What follows belongs to an exercise in optimizing a design on an open flow for small area, a short achievable clock period and few clock cycles per item; a production flow would make more cautious choices. In this exercise RTL edits were held to simulation tests only and were not proved equivalent to the original.

[config.mk]
export PLATFORM = sky130hd
export DESIGN_NAME = cmac_dp
export DESIGN_NICKNAME = cmac_dp
export VERILOG_FILES = /design/flow/design.v
export SDC_FILE = /design/flow/constraint.sdc
export NUM_CORES = 4
export LEC_CHECK = 0
export CAP_MARGIN = 20
export CORE_MARGIN = 2
export CORE_UTILIZATION = 40
export SLEW_MARGIN = 20
[constraint.sdc]
create_clock -name core_clock -period 25.0 [get_ports {clk}]
set_input_delay 5.0000 -clock core_clock [delete_from_list [all_inputs] [get_ports {clk}]]
set_output_delay 5.0000 -clock core_clock [all_outputs]
set_load 0.01 [all_outputs]
[design.v]
module cmac_dp (
    input  wire        clk,
    input  wire        rst,             
    input  wire        in_valid,
    output wire        in_ready,
    input  wire [3:0]  in_op,
    input  wire        in_sub,
    input  wire [5:0]  in_sh,
    input  wire [15:0] in_a_re,
    input  wire [15:0] in_a_im,
    input  wire [15:0] in_b_re,
    input  wire [15:0] in_b_im,
    output reg         out_valid,
    input  wire        out_ready,
    output reg  [15:0] out_re,
    output reg  [15:0] out_im,
    output wire [39:0] out_acc_r,
    output wire [39:0] out_acc_i,
    output wire        out_nan_r,
    output wire        out_nan_i,
    output wire [7:0]  out_expr,
    output reg  [5:0]  out_norm,
    output reg  [7:0]  out_sat_count,
    output reg  [7:0]  out_nan_count,
    output reg         out_dp_sat,
    output reg         out_dp_nan
);
    localparam [3:0] OP_CLR   = 4'd0,
                     OP_LOAD  = 4'd1,
                     OP_ADD   = 4'd2,
                     OP_MUL   = 4'd3,
                     OP_MAC   = 4'd4,
                     OP_MSU   = 4'd5,
                     OP_MULC  = 4'd6,
                     OP_MACC  = 4'd7,
                     OP_MSUC  = 4'd8,
                     OP_RMAC  = 4'd9,
                     OP_DMAC  = 4'd10,
                     OP_STORE = 4'd11,
                     OP_NORM  = 4'd12,
                     OP_SHL   = 4'd13,
                     OP_EXP   = 4'd14,
                     OP_READ  = 4'd15;
    localparam signed [48:0] MAX40 = 49'sd549755813887;    
    localparam signed [48:0] MIN40 = -49'sd549755813887;
    reg signed [39:0] acc_r, acc_i;
    reg               nan_r, nan_i;
    reg        [7:0]  expr;
    reg        [5:0]  last_norm;
    reg        [7:0]  sat_count, nan_count;
    reg               dp_sat, dp_nan;
    assign out_acc_r = acc_r;
    assign out_acc_i = acc_i;
    assign out_nan_r = nan_r;
    assign out_nan_i = nan_i;
    assign out_expr  = expr;
    assign in_ready = !out_valid || out_ready;
    wire fire = in_valid && in_ready;
    wire signed [15:0] ar = in_a_re;
    wire signed [15:0] ai = in_a_im;
    wire signed [15:0] br = in_b_re;
    wire signed [15:0] bi = in_b_im;
    wire nan_ar = (in_a_re == 16'h8000);
    wire nan_ai = (in_a_im == 16'h8000);
    wire nan_br = (in_b_re == 16'h8000);
    wire nan_bi = (in_b_im == 16'h8000);
    wire nan_cplx = nan_ar | nan_ai | nan_br | nan_bi;
    wire is_mul   = (in_op == OP_MUL)  || (in_op == OP_MULC);
    wire is_cplx  = (in_op >= OP_MUL)  && (in_op <= OP_MSUC);
    wire is_conj  = (in_op >= OP_MULC) && (in_op <= OP_MSUC);
    wire is_rmac  = (in_op == OP_RMAC);
    wire is_dmac  = (in_op == OP_DMAC);
    wire is_ldadd = (in_op == OP_LOAD) || (in_op == OP_ADD);
    wire negate   = (in_op == OP_MSU) || (in_op == OP_MSUC) ||
                    ((is_rmac || is_dmac) && in_sub);
    wire op_nan = is_ldadd ? nan_ar :
                  is_rmac  ? (nan_ar | nan_br) :
                  nan_cplx;
    wire signed [31:0] p_rr = ar * br;
    wire signed [31:0] p_ii = ai * bi;
    wire signed [31:0] p_ri = ar * bi;
    wire signed [31:0] p_ir = ai * br;
    reg signed [32:0] prod_r, prod_i;
    always @(*) begin
        if (is_rmac || is_dmac) begin
            prod_r = p_rr;
            prod_i = p_ii;
        end else if (is_conj) begin
            prod_r = p_rr + p_ii;
            prod_i = p_ir - p_ri;
        end else begin
            prod_r = p_rr - p_ii;
            prod_i = p_ri + p_ir;
        end
    end
    wire [3:0] e = in_sh[3:0];
    wire signed [48:0] prod_r_sh = $signed({{16{prod_r[32]}}, prod_r}) <<< e;
    wire signed [48:0] prod_i_sh = $signed({{16{prod_i[32]}}, prod_i}) <<< e;
    wire signed [48:0] x_sh      = $signed({{33{ar[15]}}, ar}) <<< in_sh[4:0];
    wire signed [48:0] add_r = is_ldadd ? x_sh : (negate ? -prod_r_sh : prod_r_sh);
    wire signed [48:0] add_i = negate ? -prod_i_sh : prod_i_sh;
    wire clear_base = is_mul || (in_op == OP_LOAD);
    wire signed [48:0] base_r = clear_base ? 49'sd0 : {{9{acc_r[39]}}, acc_r};
    wire signed [48:0] base_i = clear_base ? 49'sd0 : {{9{acc_i[39]}}, acc_i};
    wire signed [48:0] sum_r = base_r + add_r;
    wire signed [48:0] sum_i = base_i + add_i;
    wire sat_hi_r = (sum_r > MAX40);
    wire sat_lo_r = (sum_r < MIN40);
    wire sat_hi_i = (sum_i > MAX40);
    wire sat_lo_i = (sum_i < MIN40);
    wire [39:0] new_r = sat_hi_r ? MAX40[39:0] : sat_lo_r ? MIN40[39:0] : sum_r[39:0];
    wire [39:0] new_i = sat_hi_i ? MAX40[39:0] : sat_lo_i ? MIN40[39:0] : sum_i[39:0];
    wire signed [39:0] st_sh_r = acc_r >>> in_sh[4:0];
    wire signed [39:0] st_sh_i = acc_i >>> in_sh[4:0];
    wire st_hi_r = (st_sh_r >  40'sd32767);
    wire st_lo_r = (st_sh_r < -40'sd32767);
    wire st_hi_i = (st_sh_i >  40'sd32767);
    wire st_lo_i = (st_sh_i < -40'sd32767);
    wire [15:0] st_r = nan_r ? 16'h8000 : st_hi_r ? 16'h7FFF : st_lo_r ? 16'h8001 : st_sh_r[15:0];
    wire [15:0] st_i = nan_i ? 16'h8000 : st_hi_i ? 16'h7FFF : st_lo_i ? 16'h8001 : st_sh_i[15:0];
    wire st_sat_r = !nan_r && (st_hi_r || st_lo_r);
    wire st_sat_i = !nan_i && (st_hi_i || st_lo_i);
    wire [38:0] mag_r = acc_r[38:0] ^ {39{acc_r[39]}};
    wire [38:0] mag_i = acc_i[38:0] ^ {39{acc_i[39]}};
    reg  [5:0]  nrs_r, nrs_i;
    integer k;
    always @(*) begin
        nrs_r = 6'd39;
        nrs_i = 6'd39;
        for (k = 0; k < 39; k = k + 1) begin
            if (mag_r[k]) nrs_r = 6'd38 - k[5:0];
            if (mag_i[k]) nrs_i = 6'd38 - k[5:0];
        end
    end
    wire [5:0] norm_r  = nan_r ? 6'd0 : nrs_r;
    wire [5:0] norm_i  = nan_i ? 6'd0 : nrs_i;
    wire [5:0] norm_cx = (norm_i < norm_r) ? norm_i : norm_r;
    wire [5:0] norm_v  = in_sub ? norm_cx : norm_r;
    reg [1:0] sat_ev, nan_ev;
    always @(*) begin
        sat_ev = 2'd0;
        nan_ev = 2'd0;
        if (in_op == OP_STORE) begin
            sat_ev = {1'b0, st_sat_r} + {1'b0, st_sat_i};
            nan_ev = {1'b0, nan_r} + {1'b0, nan_i};
        end else if (!op_nan) begin
            if (is_ldadd || is_rmac)
                sat_ev = {1'b0, sat_hi_r | sat_lo_r};
            else if (is_cplx || is_dmac)
                sat_ev = {1'b0, sat_hi_r | sat_lo_r} + {1'b0, sat_hi_i | sat_lo_i};
        end
    end
    wire [8:0] sat_sum = {1'b0, sat_count} + {7'd0, sat_ev};
    wire [8:0] nan_sum = {1'b0, nan_count} + {7'd0, nan_ev};
    wire [7:0] sat_next = sat_sum[8] ? 8'd255 : sat_sum[7:0];
    wire [7:0] nan_next = nan_sum[8] ? 8'd255 : nan_sum[7:0];
    always @(posedge clk) begin
        if (rst) begin
            acc_r     <= 40'sd0;
            acc_i     <= 40'sd0;
            nan_r     <= 1'b0;
            nan_i     <= 1'b0;
            expr      <= 8'd39;
            last_norm <= 6'd39;
            sat_count <= 8'd0;
            nan_count <= 8'd0;
            dp_sat    <= 1'b0;
            dp_nan    <= 1'b0;
            out_valid <= 1'b0;
        end else begin
            if (out_valid && out_ready)
                out_valid <= 1'b0;
            if (fire) begin
                out_valid <= 1'b1;
                sat_count <= sat_next;
                nan_count <= nan_next;
                if (sat_ev != 2'd0) dp_sat <= 1'b1;
                if (nan_ev != 2'd0) dp_nan <= 1'b1;
                case (in_op)
                    OP_CLR: begin
                        acc_r <= 40'sd0;
                        acc_i <= 40'sd0;
                        nan_r <= 1'b0;
                        nan_i <= 1'b0;
                    end
                    OP_LOAD, OP_ADD, OP_RMAC: begin
                        if (op_nan)
                            nan_r <= 1'b1;
                        else
                            acc_r <= new_r;
                    end
                    OP_MUL, OP_MAC, OP_MSU, OP_MULC, OP_MACC, OP_MSUC, OP_DMAC: begin
                        if (op_nan) begin
                            nan_r <= 1'b1;
                            nan_i <= 1'b1;
                        end else begin
                            acc_r <= new_r;
                            acc_i <= new_i;
                            if (is_mul) begin
                                nan_r <= 1'b0;
                                nan_i <= 1'b0;
                            end
                        end
                    end
                    OP_STORE: begin
                        out_re <= st_r;
                        out_im <= st_i;
                    end
                    OP_NORM: begin
                        out_norm  <= norm_v;
                        last_norm <= norm_v;
                    end
                    OP_SHL: begin
                        acc_r <= acc_r << in_sh;
                        acc_i <= acc_i << in_sh;
                    end
                    OP_EXP: begin
                        if (in_sub)
                            expr <= 8'd39;
                        else if ({2'b00, last_norm} < expr)
                            expr <= {2'b00, last_norm};
                    end
                    OP_READ: begin
                        if (in_sub) begin
                            out_sat_count <= sat_count;
                            out_nan_count <= nan_count;
                            out_dp_sat    <= dp_sat;
                            out_dp_nan    <= dp_nan;
                            sat_count     <= 8'd0;
                            nan_count     <= 8'd0;
                            dp_sat        <= 1'b0;
                            dp_nan        <= 1'b0;
                        end
                    end
                    default: ;
                endcase
            end
        end
    end
endmodule
[run.sh]
#!/bin/bash
# synth_recipe.tcl (not shown) runs the flow's synth.tcl, then flattens the netlist and writes it again
# the make line also repeats each setting of config.mk as NAME=value (left out here)
make -C /OpenROAD-flow-scripts/flow DESIGN_CONFIG=/design/flow/config.mk WORK_HOME=/design/flow/orfs CLKGATE_MAP_FILE= SYNTH_SCRIPT=/design/flow/synth_recipe.tcl finish
==> flow_summary_export.csv <==
group,metric,value,unit
floorplan,initial_utilization,0.4019,
clock_network,root_buffer,"clkbuf_16",
drt,wl_per_cell,23.58,µm
synthesis,synth_flop_cell,"dfxtp_1",
min_path,hp-class,"reg2reg",
sta,tns,0,ns
global_route,grt_max_degree,155,
global_route,grt_pass1_wl,460200,µm
drt,routed_via_density,5.974,
final_layout,final_common_cell,"inv_1",
final_layout,final_cell_mix,"inv_1 (1328), fa_1 (1054), nand2_1 (1045), nor2_1 (780), a21oi_1 (619)",
drt,routed_wl,300200,µm
sta,fmax,42.18,MHz
place,numPortBuffers,224,
sta,slew_violations,0,
min_path,hold_path_depth,0,
sta,layout_min_cycle_time,23.71,ns
global_route,grt_pass1_vias,75250,
synthesis,synthCells,10310,
drt,vias,76060,
synthesis,ys_seq_area_frac,0.04976,
worst_setup_path,arrival,24.03,ns
job,cap_violations,0,
worst_setup_path,reg2reg_to,"sat_count[4]",
drt,drc,0,
sta,finalHoldViolCount,0,
final_layout,final.fill_count,20220,
clock_network,clock_sinks,169,
clock_network,clk_pin_slew,0.09,ns
synthesis,ys_seq_elements,169,
floorplan,die_width,449.1,µm
clock_network,clockBufferDepth,2,
floorplan,chipHeight,449.1,µm
clock_network,h-tree-depth,4,
drt,first_iter_violations,8326,
drt,firstDrtPassIters,6,
clock_network,clkLatencyLatePin,0.48,ns
place,hpwl,239500,µm
sta,worstMarginPinSlew,1.189,ns
worst_setup_path,end_kind,"register",
floorplan,ios,227,
clock_network,ctsHoldBuffers,0,
worst_setup_path,crit_top_cell,"fa_1",
outcome,status,"finished clean",
worst_setup_path,cp-start-kind,"input port",
synthesis,ys_warn_count,1,
final_layout,multi_input_area,67780,µm²
synthesis,async_reset_ff_frac,0,
final_layout,drive_gt1_frac,0.04781,
clock_network,ctsResizeCount,0,
clock_network,postCtsSetupRepairBufs,0,
sta,skew,0.02350,ns
synthesis,synth.distinct_cells,116,
synthesis,syn_avg_cell_area,7.687,µm²
worst_setup_path,crit_fanout,22,
worst_setup_path,critPathLaunch,"in_b_im[5]",
worst_setup_path,ff2ff_setup_slack,15.89,ns
sta,fin_crit_sh,0.9484,
worst_setup_path,r2r_cells,33,
global_route,antenna_found_initial,21,
worst_setup_path,crit_path_top_delay_cell,"clkdlybuf4s50_1",
final_layout,syn_to_final_growth,6.476,%
floorplan,coreArea,197200,µm²
worst_setup_path,r2r_start,"acc_i[0]",
worst_setup_path,max_stage_delay,0.95,ns
worst_setup_path,critPathKind,"in2reg",
sta,relSlewSlack,0.2042,
sta,rsz0062_at_grt,"no",
sta,setup_viol,0,
min_path,hold_end,"out_dp_nan",
place,place_congestion,1.016,
clock_network,cts_made_buffers,17,
clock_network,cts_tree,"yes",
global_route,gr-usage-all-layers,0.2912,
floorplan,rows,163,
final_layout,nets,11710,
worst_setup_path,required,25.32,ns
global_route,grt.overflow.total,0,
synthesis,synth_area,79260,µm²
synthesis,synth_edf_count,56,
final_layout,ff_latch_area,3946,µm²
floorplan,die_area,201700,µm²
drt,drtAntennaViolNets,0,
min_path,worstHoldStart,"dp_nan",
state kept, by name, indices dropped and copies added (netlist names):
signal,flops
acc_i,40
acc_r,40
out_im,16
out_re,16
nan_count,8
out_nan_count,8
out_sat_count,8
sat_count,8
expr,6
last_norm,6
out_norm,6
dp_nan,1
dp_sat,1
nan_i,1
nan_r,1
out_dp_nan,1
out_dp_sat,1
out_valid,1
per-layer routing:
| metal | vias to the layer above | track usage | routed length [µm] |
|---|---|---|---|
| met5 | - | 0 | 116 |
| met2 | 3489 | 0.4645 | 134700 |
| met3 | 597 | 0.04816 | 26150 |
| met1 | 37770 | 0.4014 | 128300 |
| li1 | 34180 | - | - |
| met4 | 16 | 0.09186 | 10930 |
metrics by stage:
stage / std cells / hold WS [ns] / worst slack (ns) / area (µm²) / util
floorplan: 10310 / 0.4090 / 4.120 / 79260 / -
global placement: 12690 / 0.4326 / 1.567 / 83710 / 0.4244
detailed placement: 12690 / 0.4291 / 1.201 / 83710 / 0.4245
CTS: 12720 / 0.4493 / 1.675 / 84340 / 0.4277
global route: 12730 / 0.4701 / 0.09866 / 84380 / 0.4278
finish: 12730 / 0.4471 / 1.291 / 84390 / 0.4279
final cells by class:
type / count / share of cell area
repair buffers: 420 / 0.04357
flip-flops and latches: 169 / 0.04676
clock inverters: 15 / 0.002476
inverters: 1334 / 0.05953
clock buffers: 17 / 0.005041
well taps: 2640 / 0.03914
diodes: 9 / 0.0002669
multi-input cells: 8127 / 0.8032
cell usage after synthesis (all sizes together), types with 32 or more instances:
master     n  area, µm²
o21ai    599       2998
edfxtp    56       1682
mux4      63       1419
buf      132      565.5
nand3    173      883.4
a31oi    104      656.9
dfxtp    113       2262
and3      63      394.1
xor2     148       1296
mux2      45      506.7
xnor2    248       2180
o31ai     67      508.0
a21oi    620       3103
inv     1333       5004
nand4     60      390.4
a22oi     37      277.8
o21a      79      600.6
fa      1054      21100
a211oi    96      790.8
nand2b   171       1070
nor3b     32      240.2
o211ai    77      578.1
clkbuf   549       2062
o21bai    35      262.8
a21o     177       1329
nand2   1046       3934
nor4      70      474.2
o22ai     51      319.1
and2     555       3472
ha       509       6369
mux2i    301       3025
nor2     788       2968
or3       90      563.0
nor3     181      922.1
nor2b     74      462.9
cells by family (layout without fill, tap and decap cells):
logic type,Yosys count,after routing,share of synthesized area
simple gates,3431,3431,0.2124
compound gates,2325,2325,0.1885
buf+inv,2015,1786,0.09633
fa+ha+maj,1564,1564,0.3467
mux,409,409,0.06247
xor+xnor,396,396,0.04386
flops,169,169,0.04976
other cells,1,11,0.00004731
how the worst max path moves through the flow:
| stage | end | cells after the start |
|---|---|---|
| 2_1_floorplan | sat_count[4] | 67 |
| 3_3_place_gp | sat_count[4] | 69 |
| 3_5_place_dp | sat_count[4] | 68 |
| 4_1_cts | sat_count[4] | 67 |
| 5_1_grt | sat_count[5] | 70 |
| 6_report | sat_count[4] | 67 |
critical path: cells and delay by family:
kind                     cells  cell delay, ns
multiplexers                 1            0.27
buffers and inverters        4            1.16
AND/OR/NAND/NOR             29            7.14
XOR/XNOR                     2            0.60
adder cells (fa/ha/maj)     12            4.99
AO/OA/AOI/OAI               19            4.77
Testbench counts, summed over its fixed seeds: cycles 32,016, ops 32,000.

re-timing with driven ports:
No port has a modelled driver above. Below, the same layout with a new extraction and two added sets of constraints. Step 1 assumes that a clkbuf_16 drives the clock port and a buf_2 every other input. Step 2 times the ports against the registers' clock, not the clock port: input delays grow and output delays shrink by t, the midpoint of the rising clock arrivals with the driver on. a / b / c = no drivers / after step 1 / after step 2; a / b = the first two.
t (ns): 0.526
setup slack, ns: 1.291 / 1.275 / 0.749
pins driven straight from the clock port: 1
After both steps setup and hold are still met in this run. For this run, drivers alone change the setup slack by -0.016 ns; drivers and shift together by -0.542 ns.
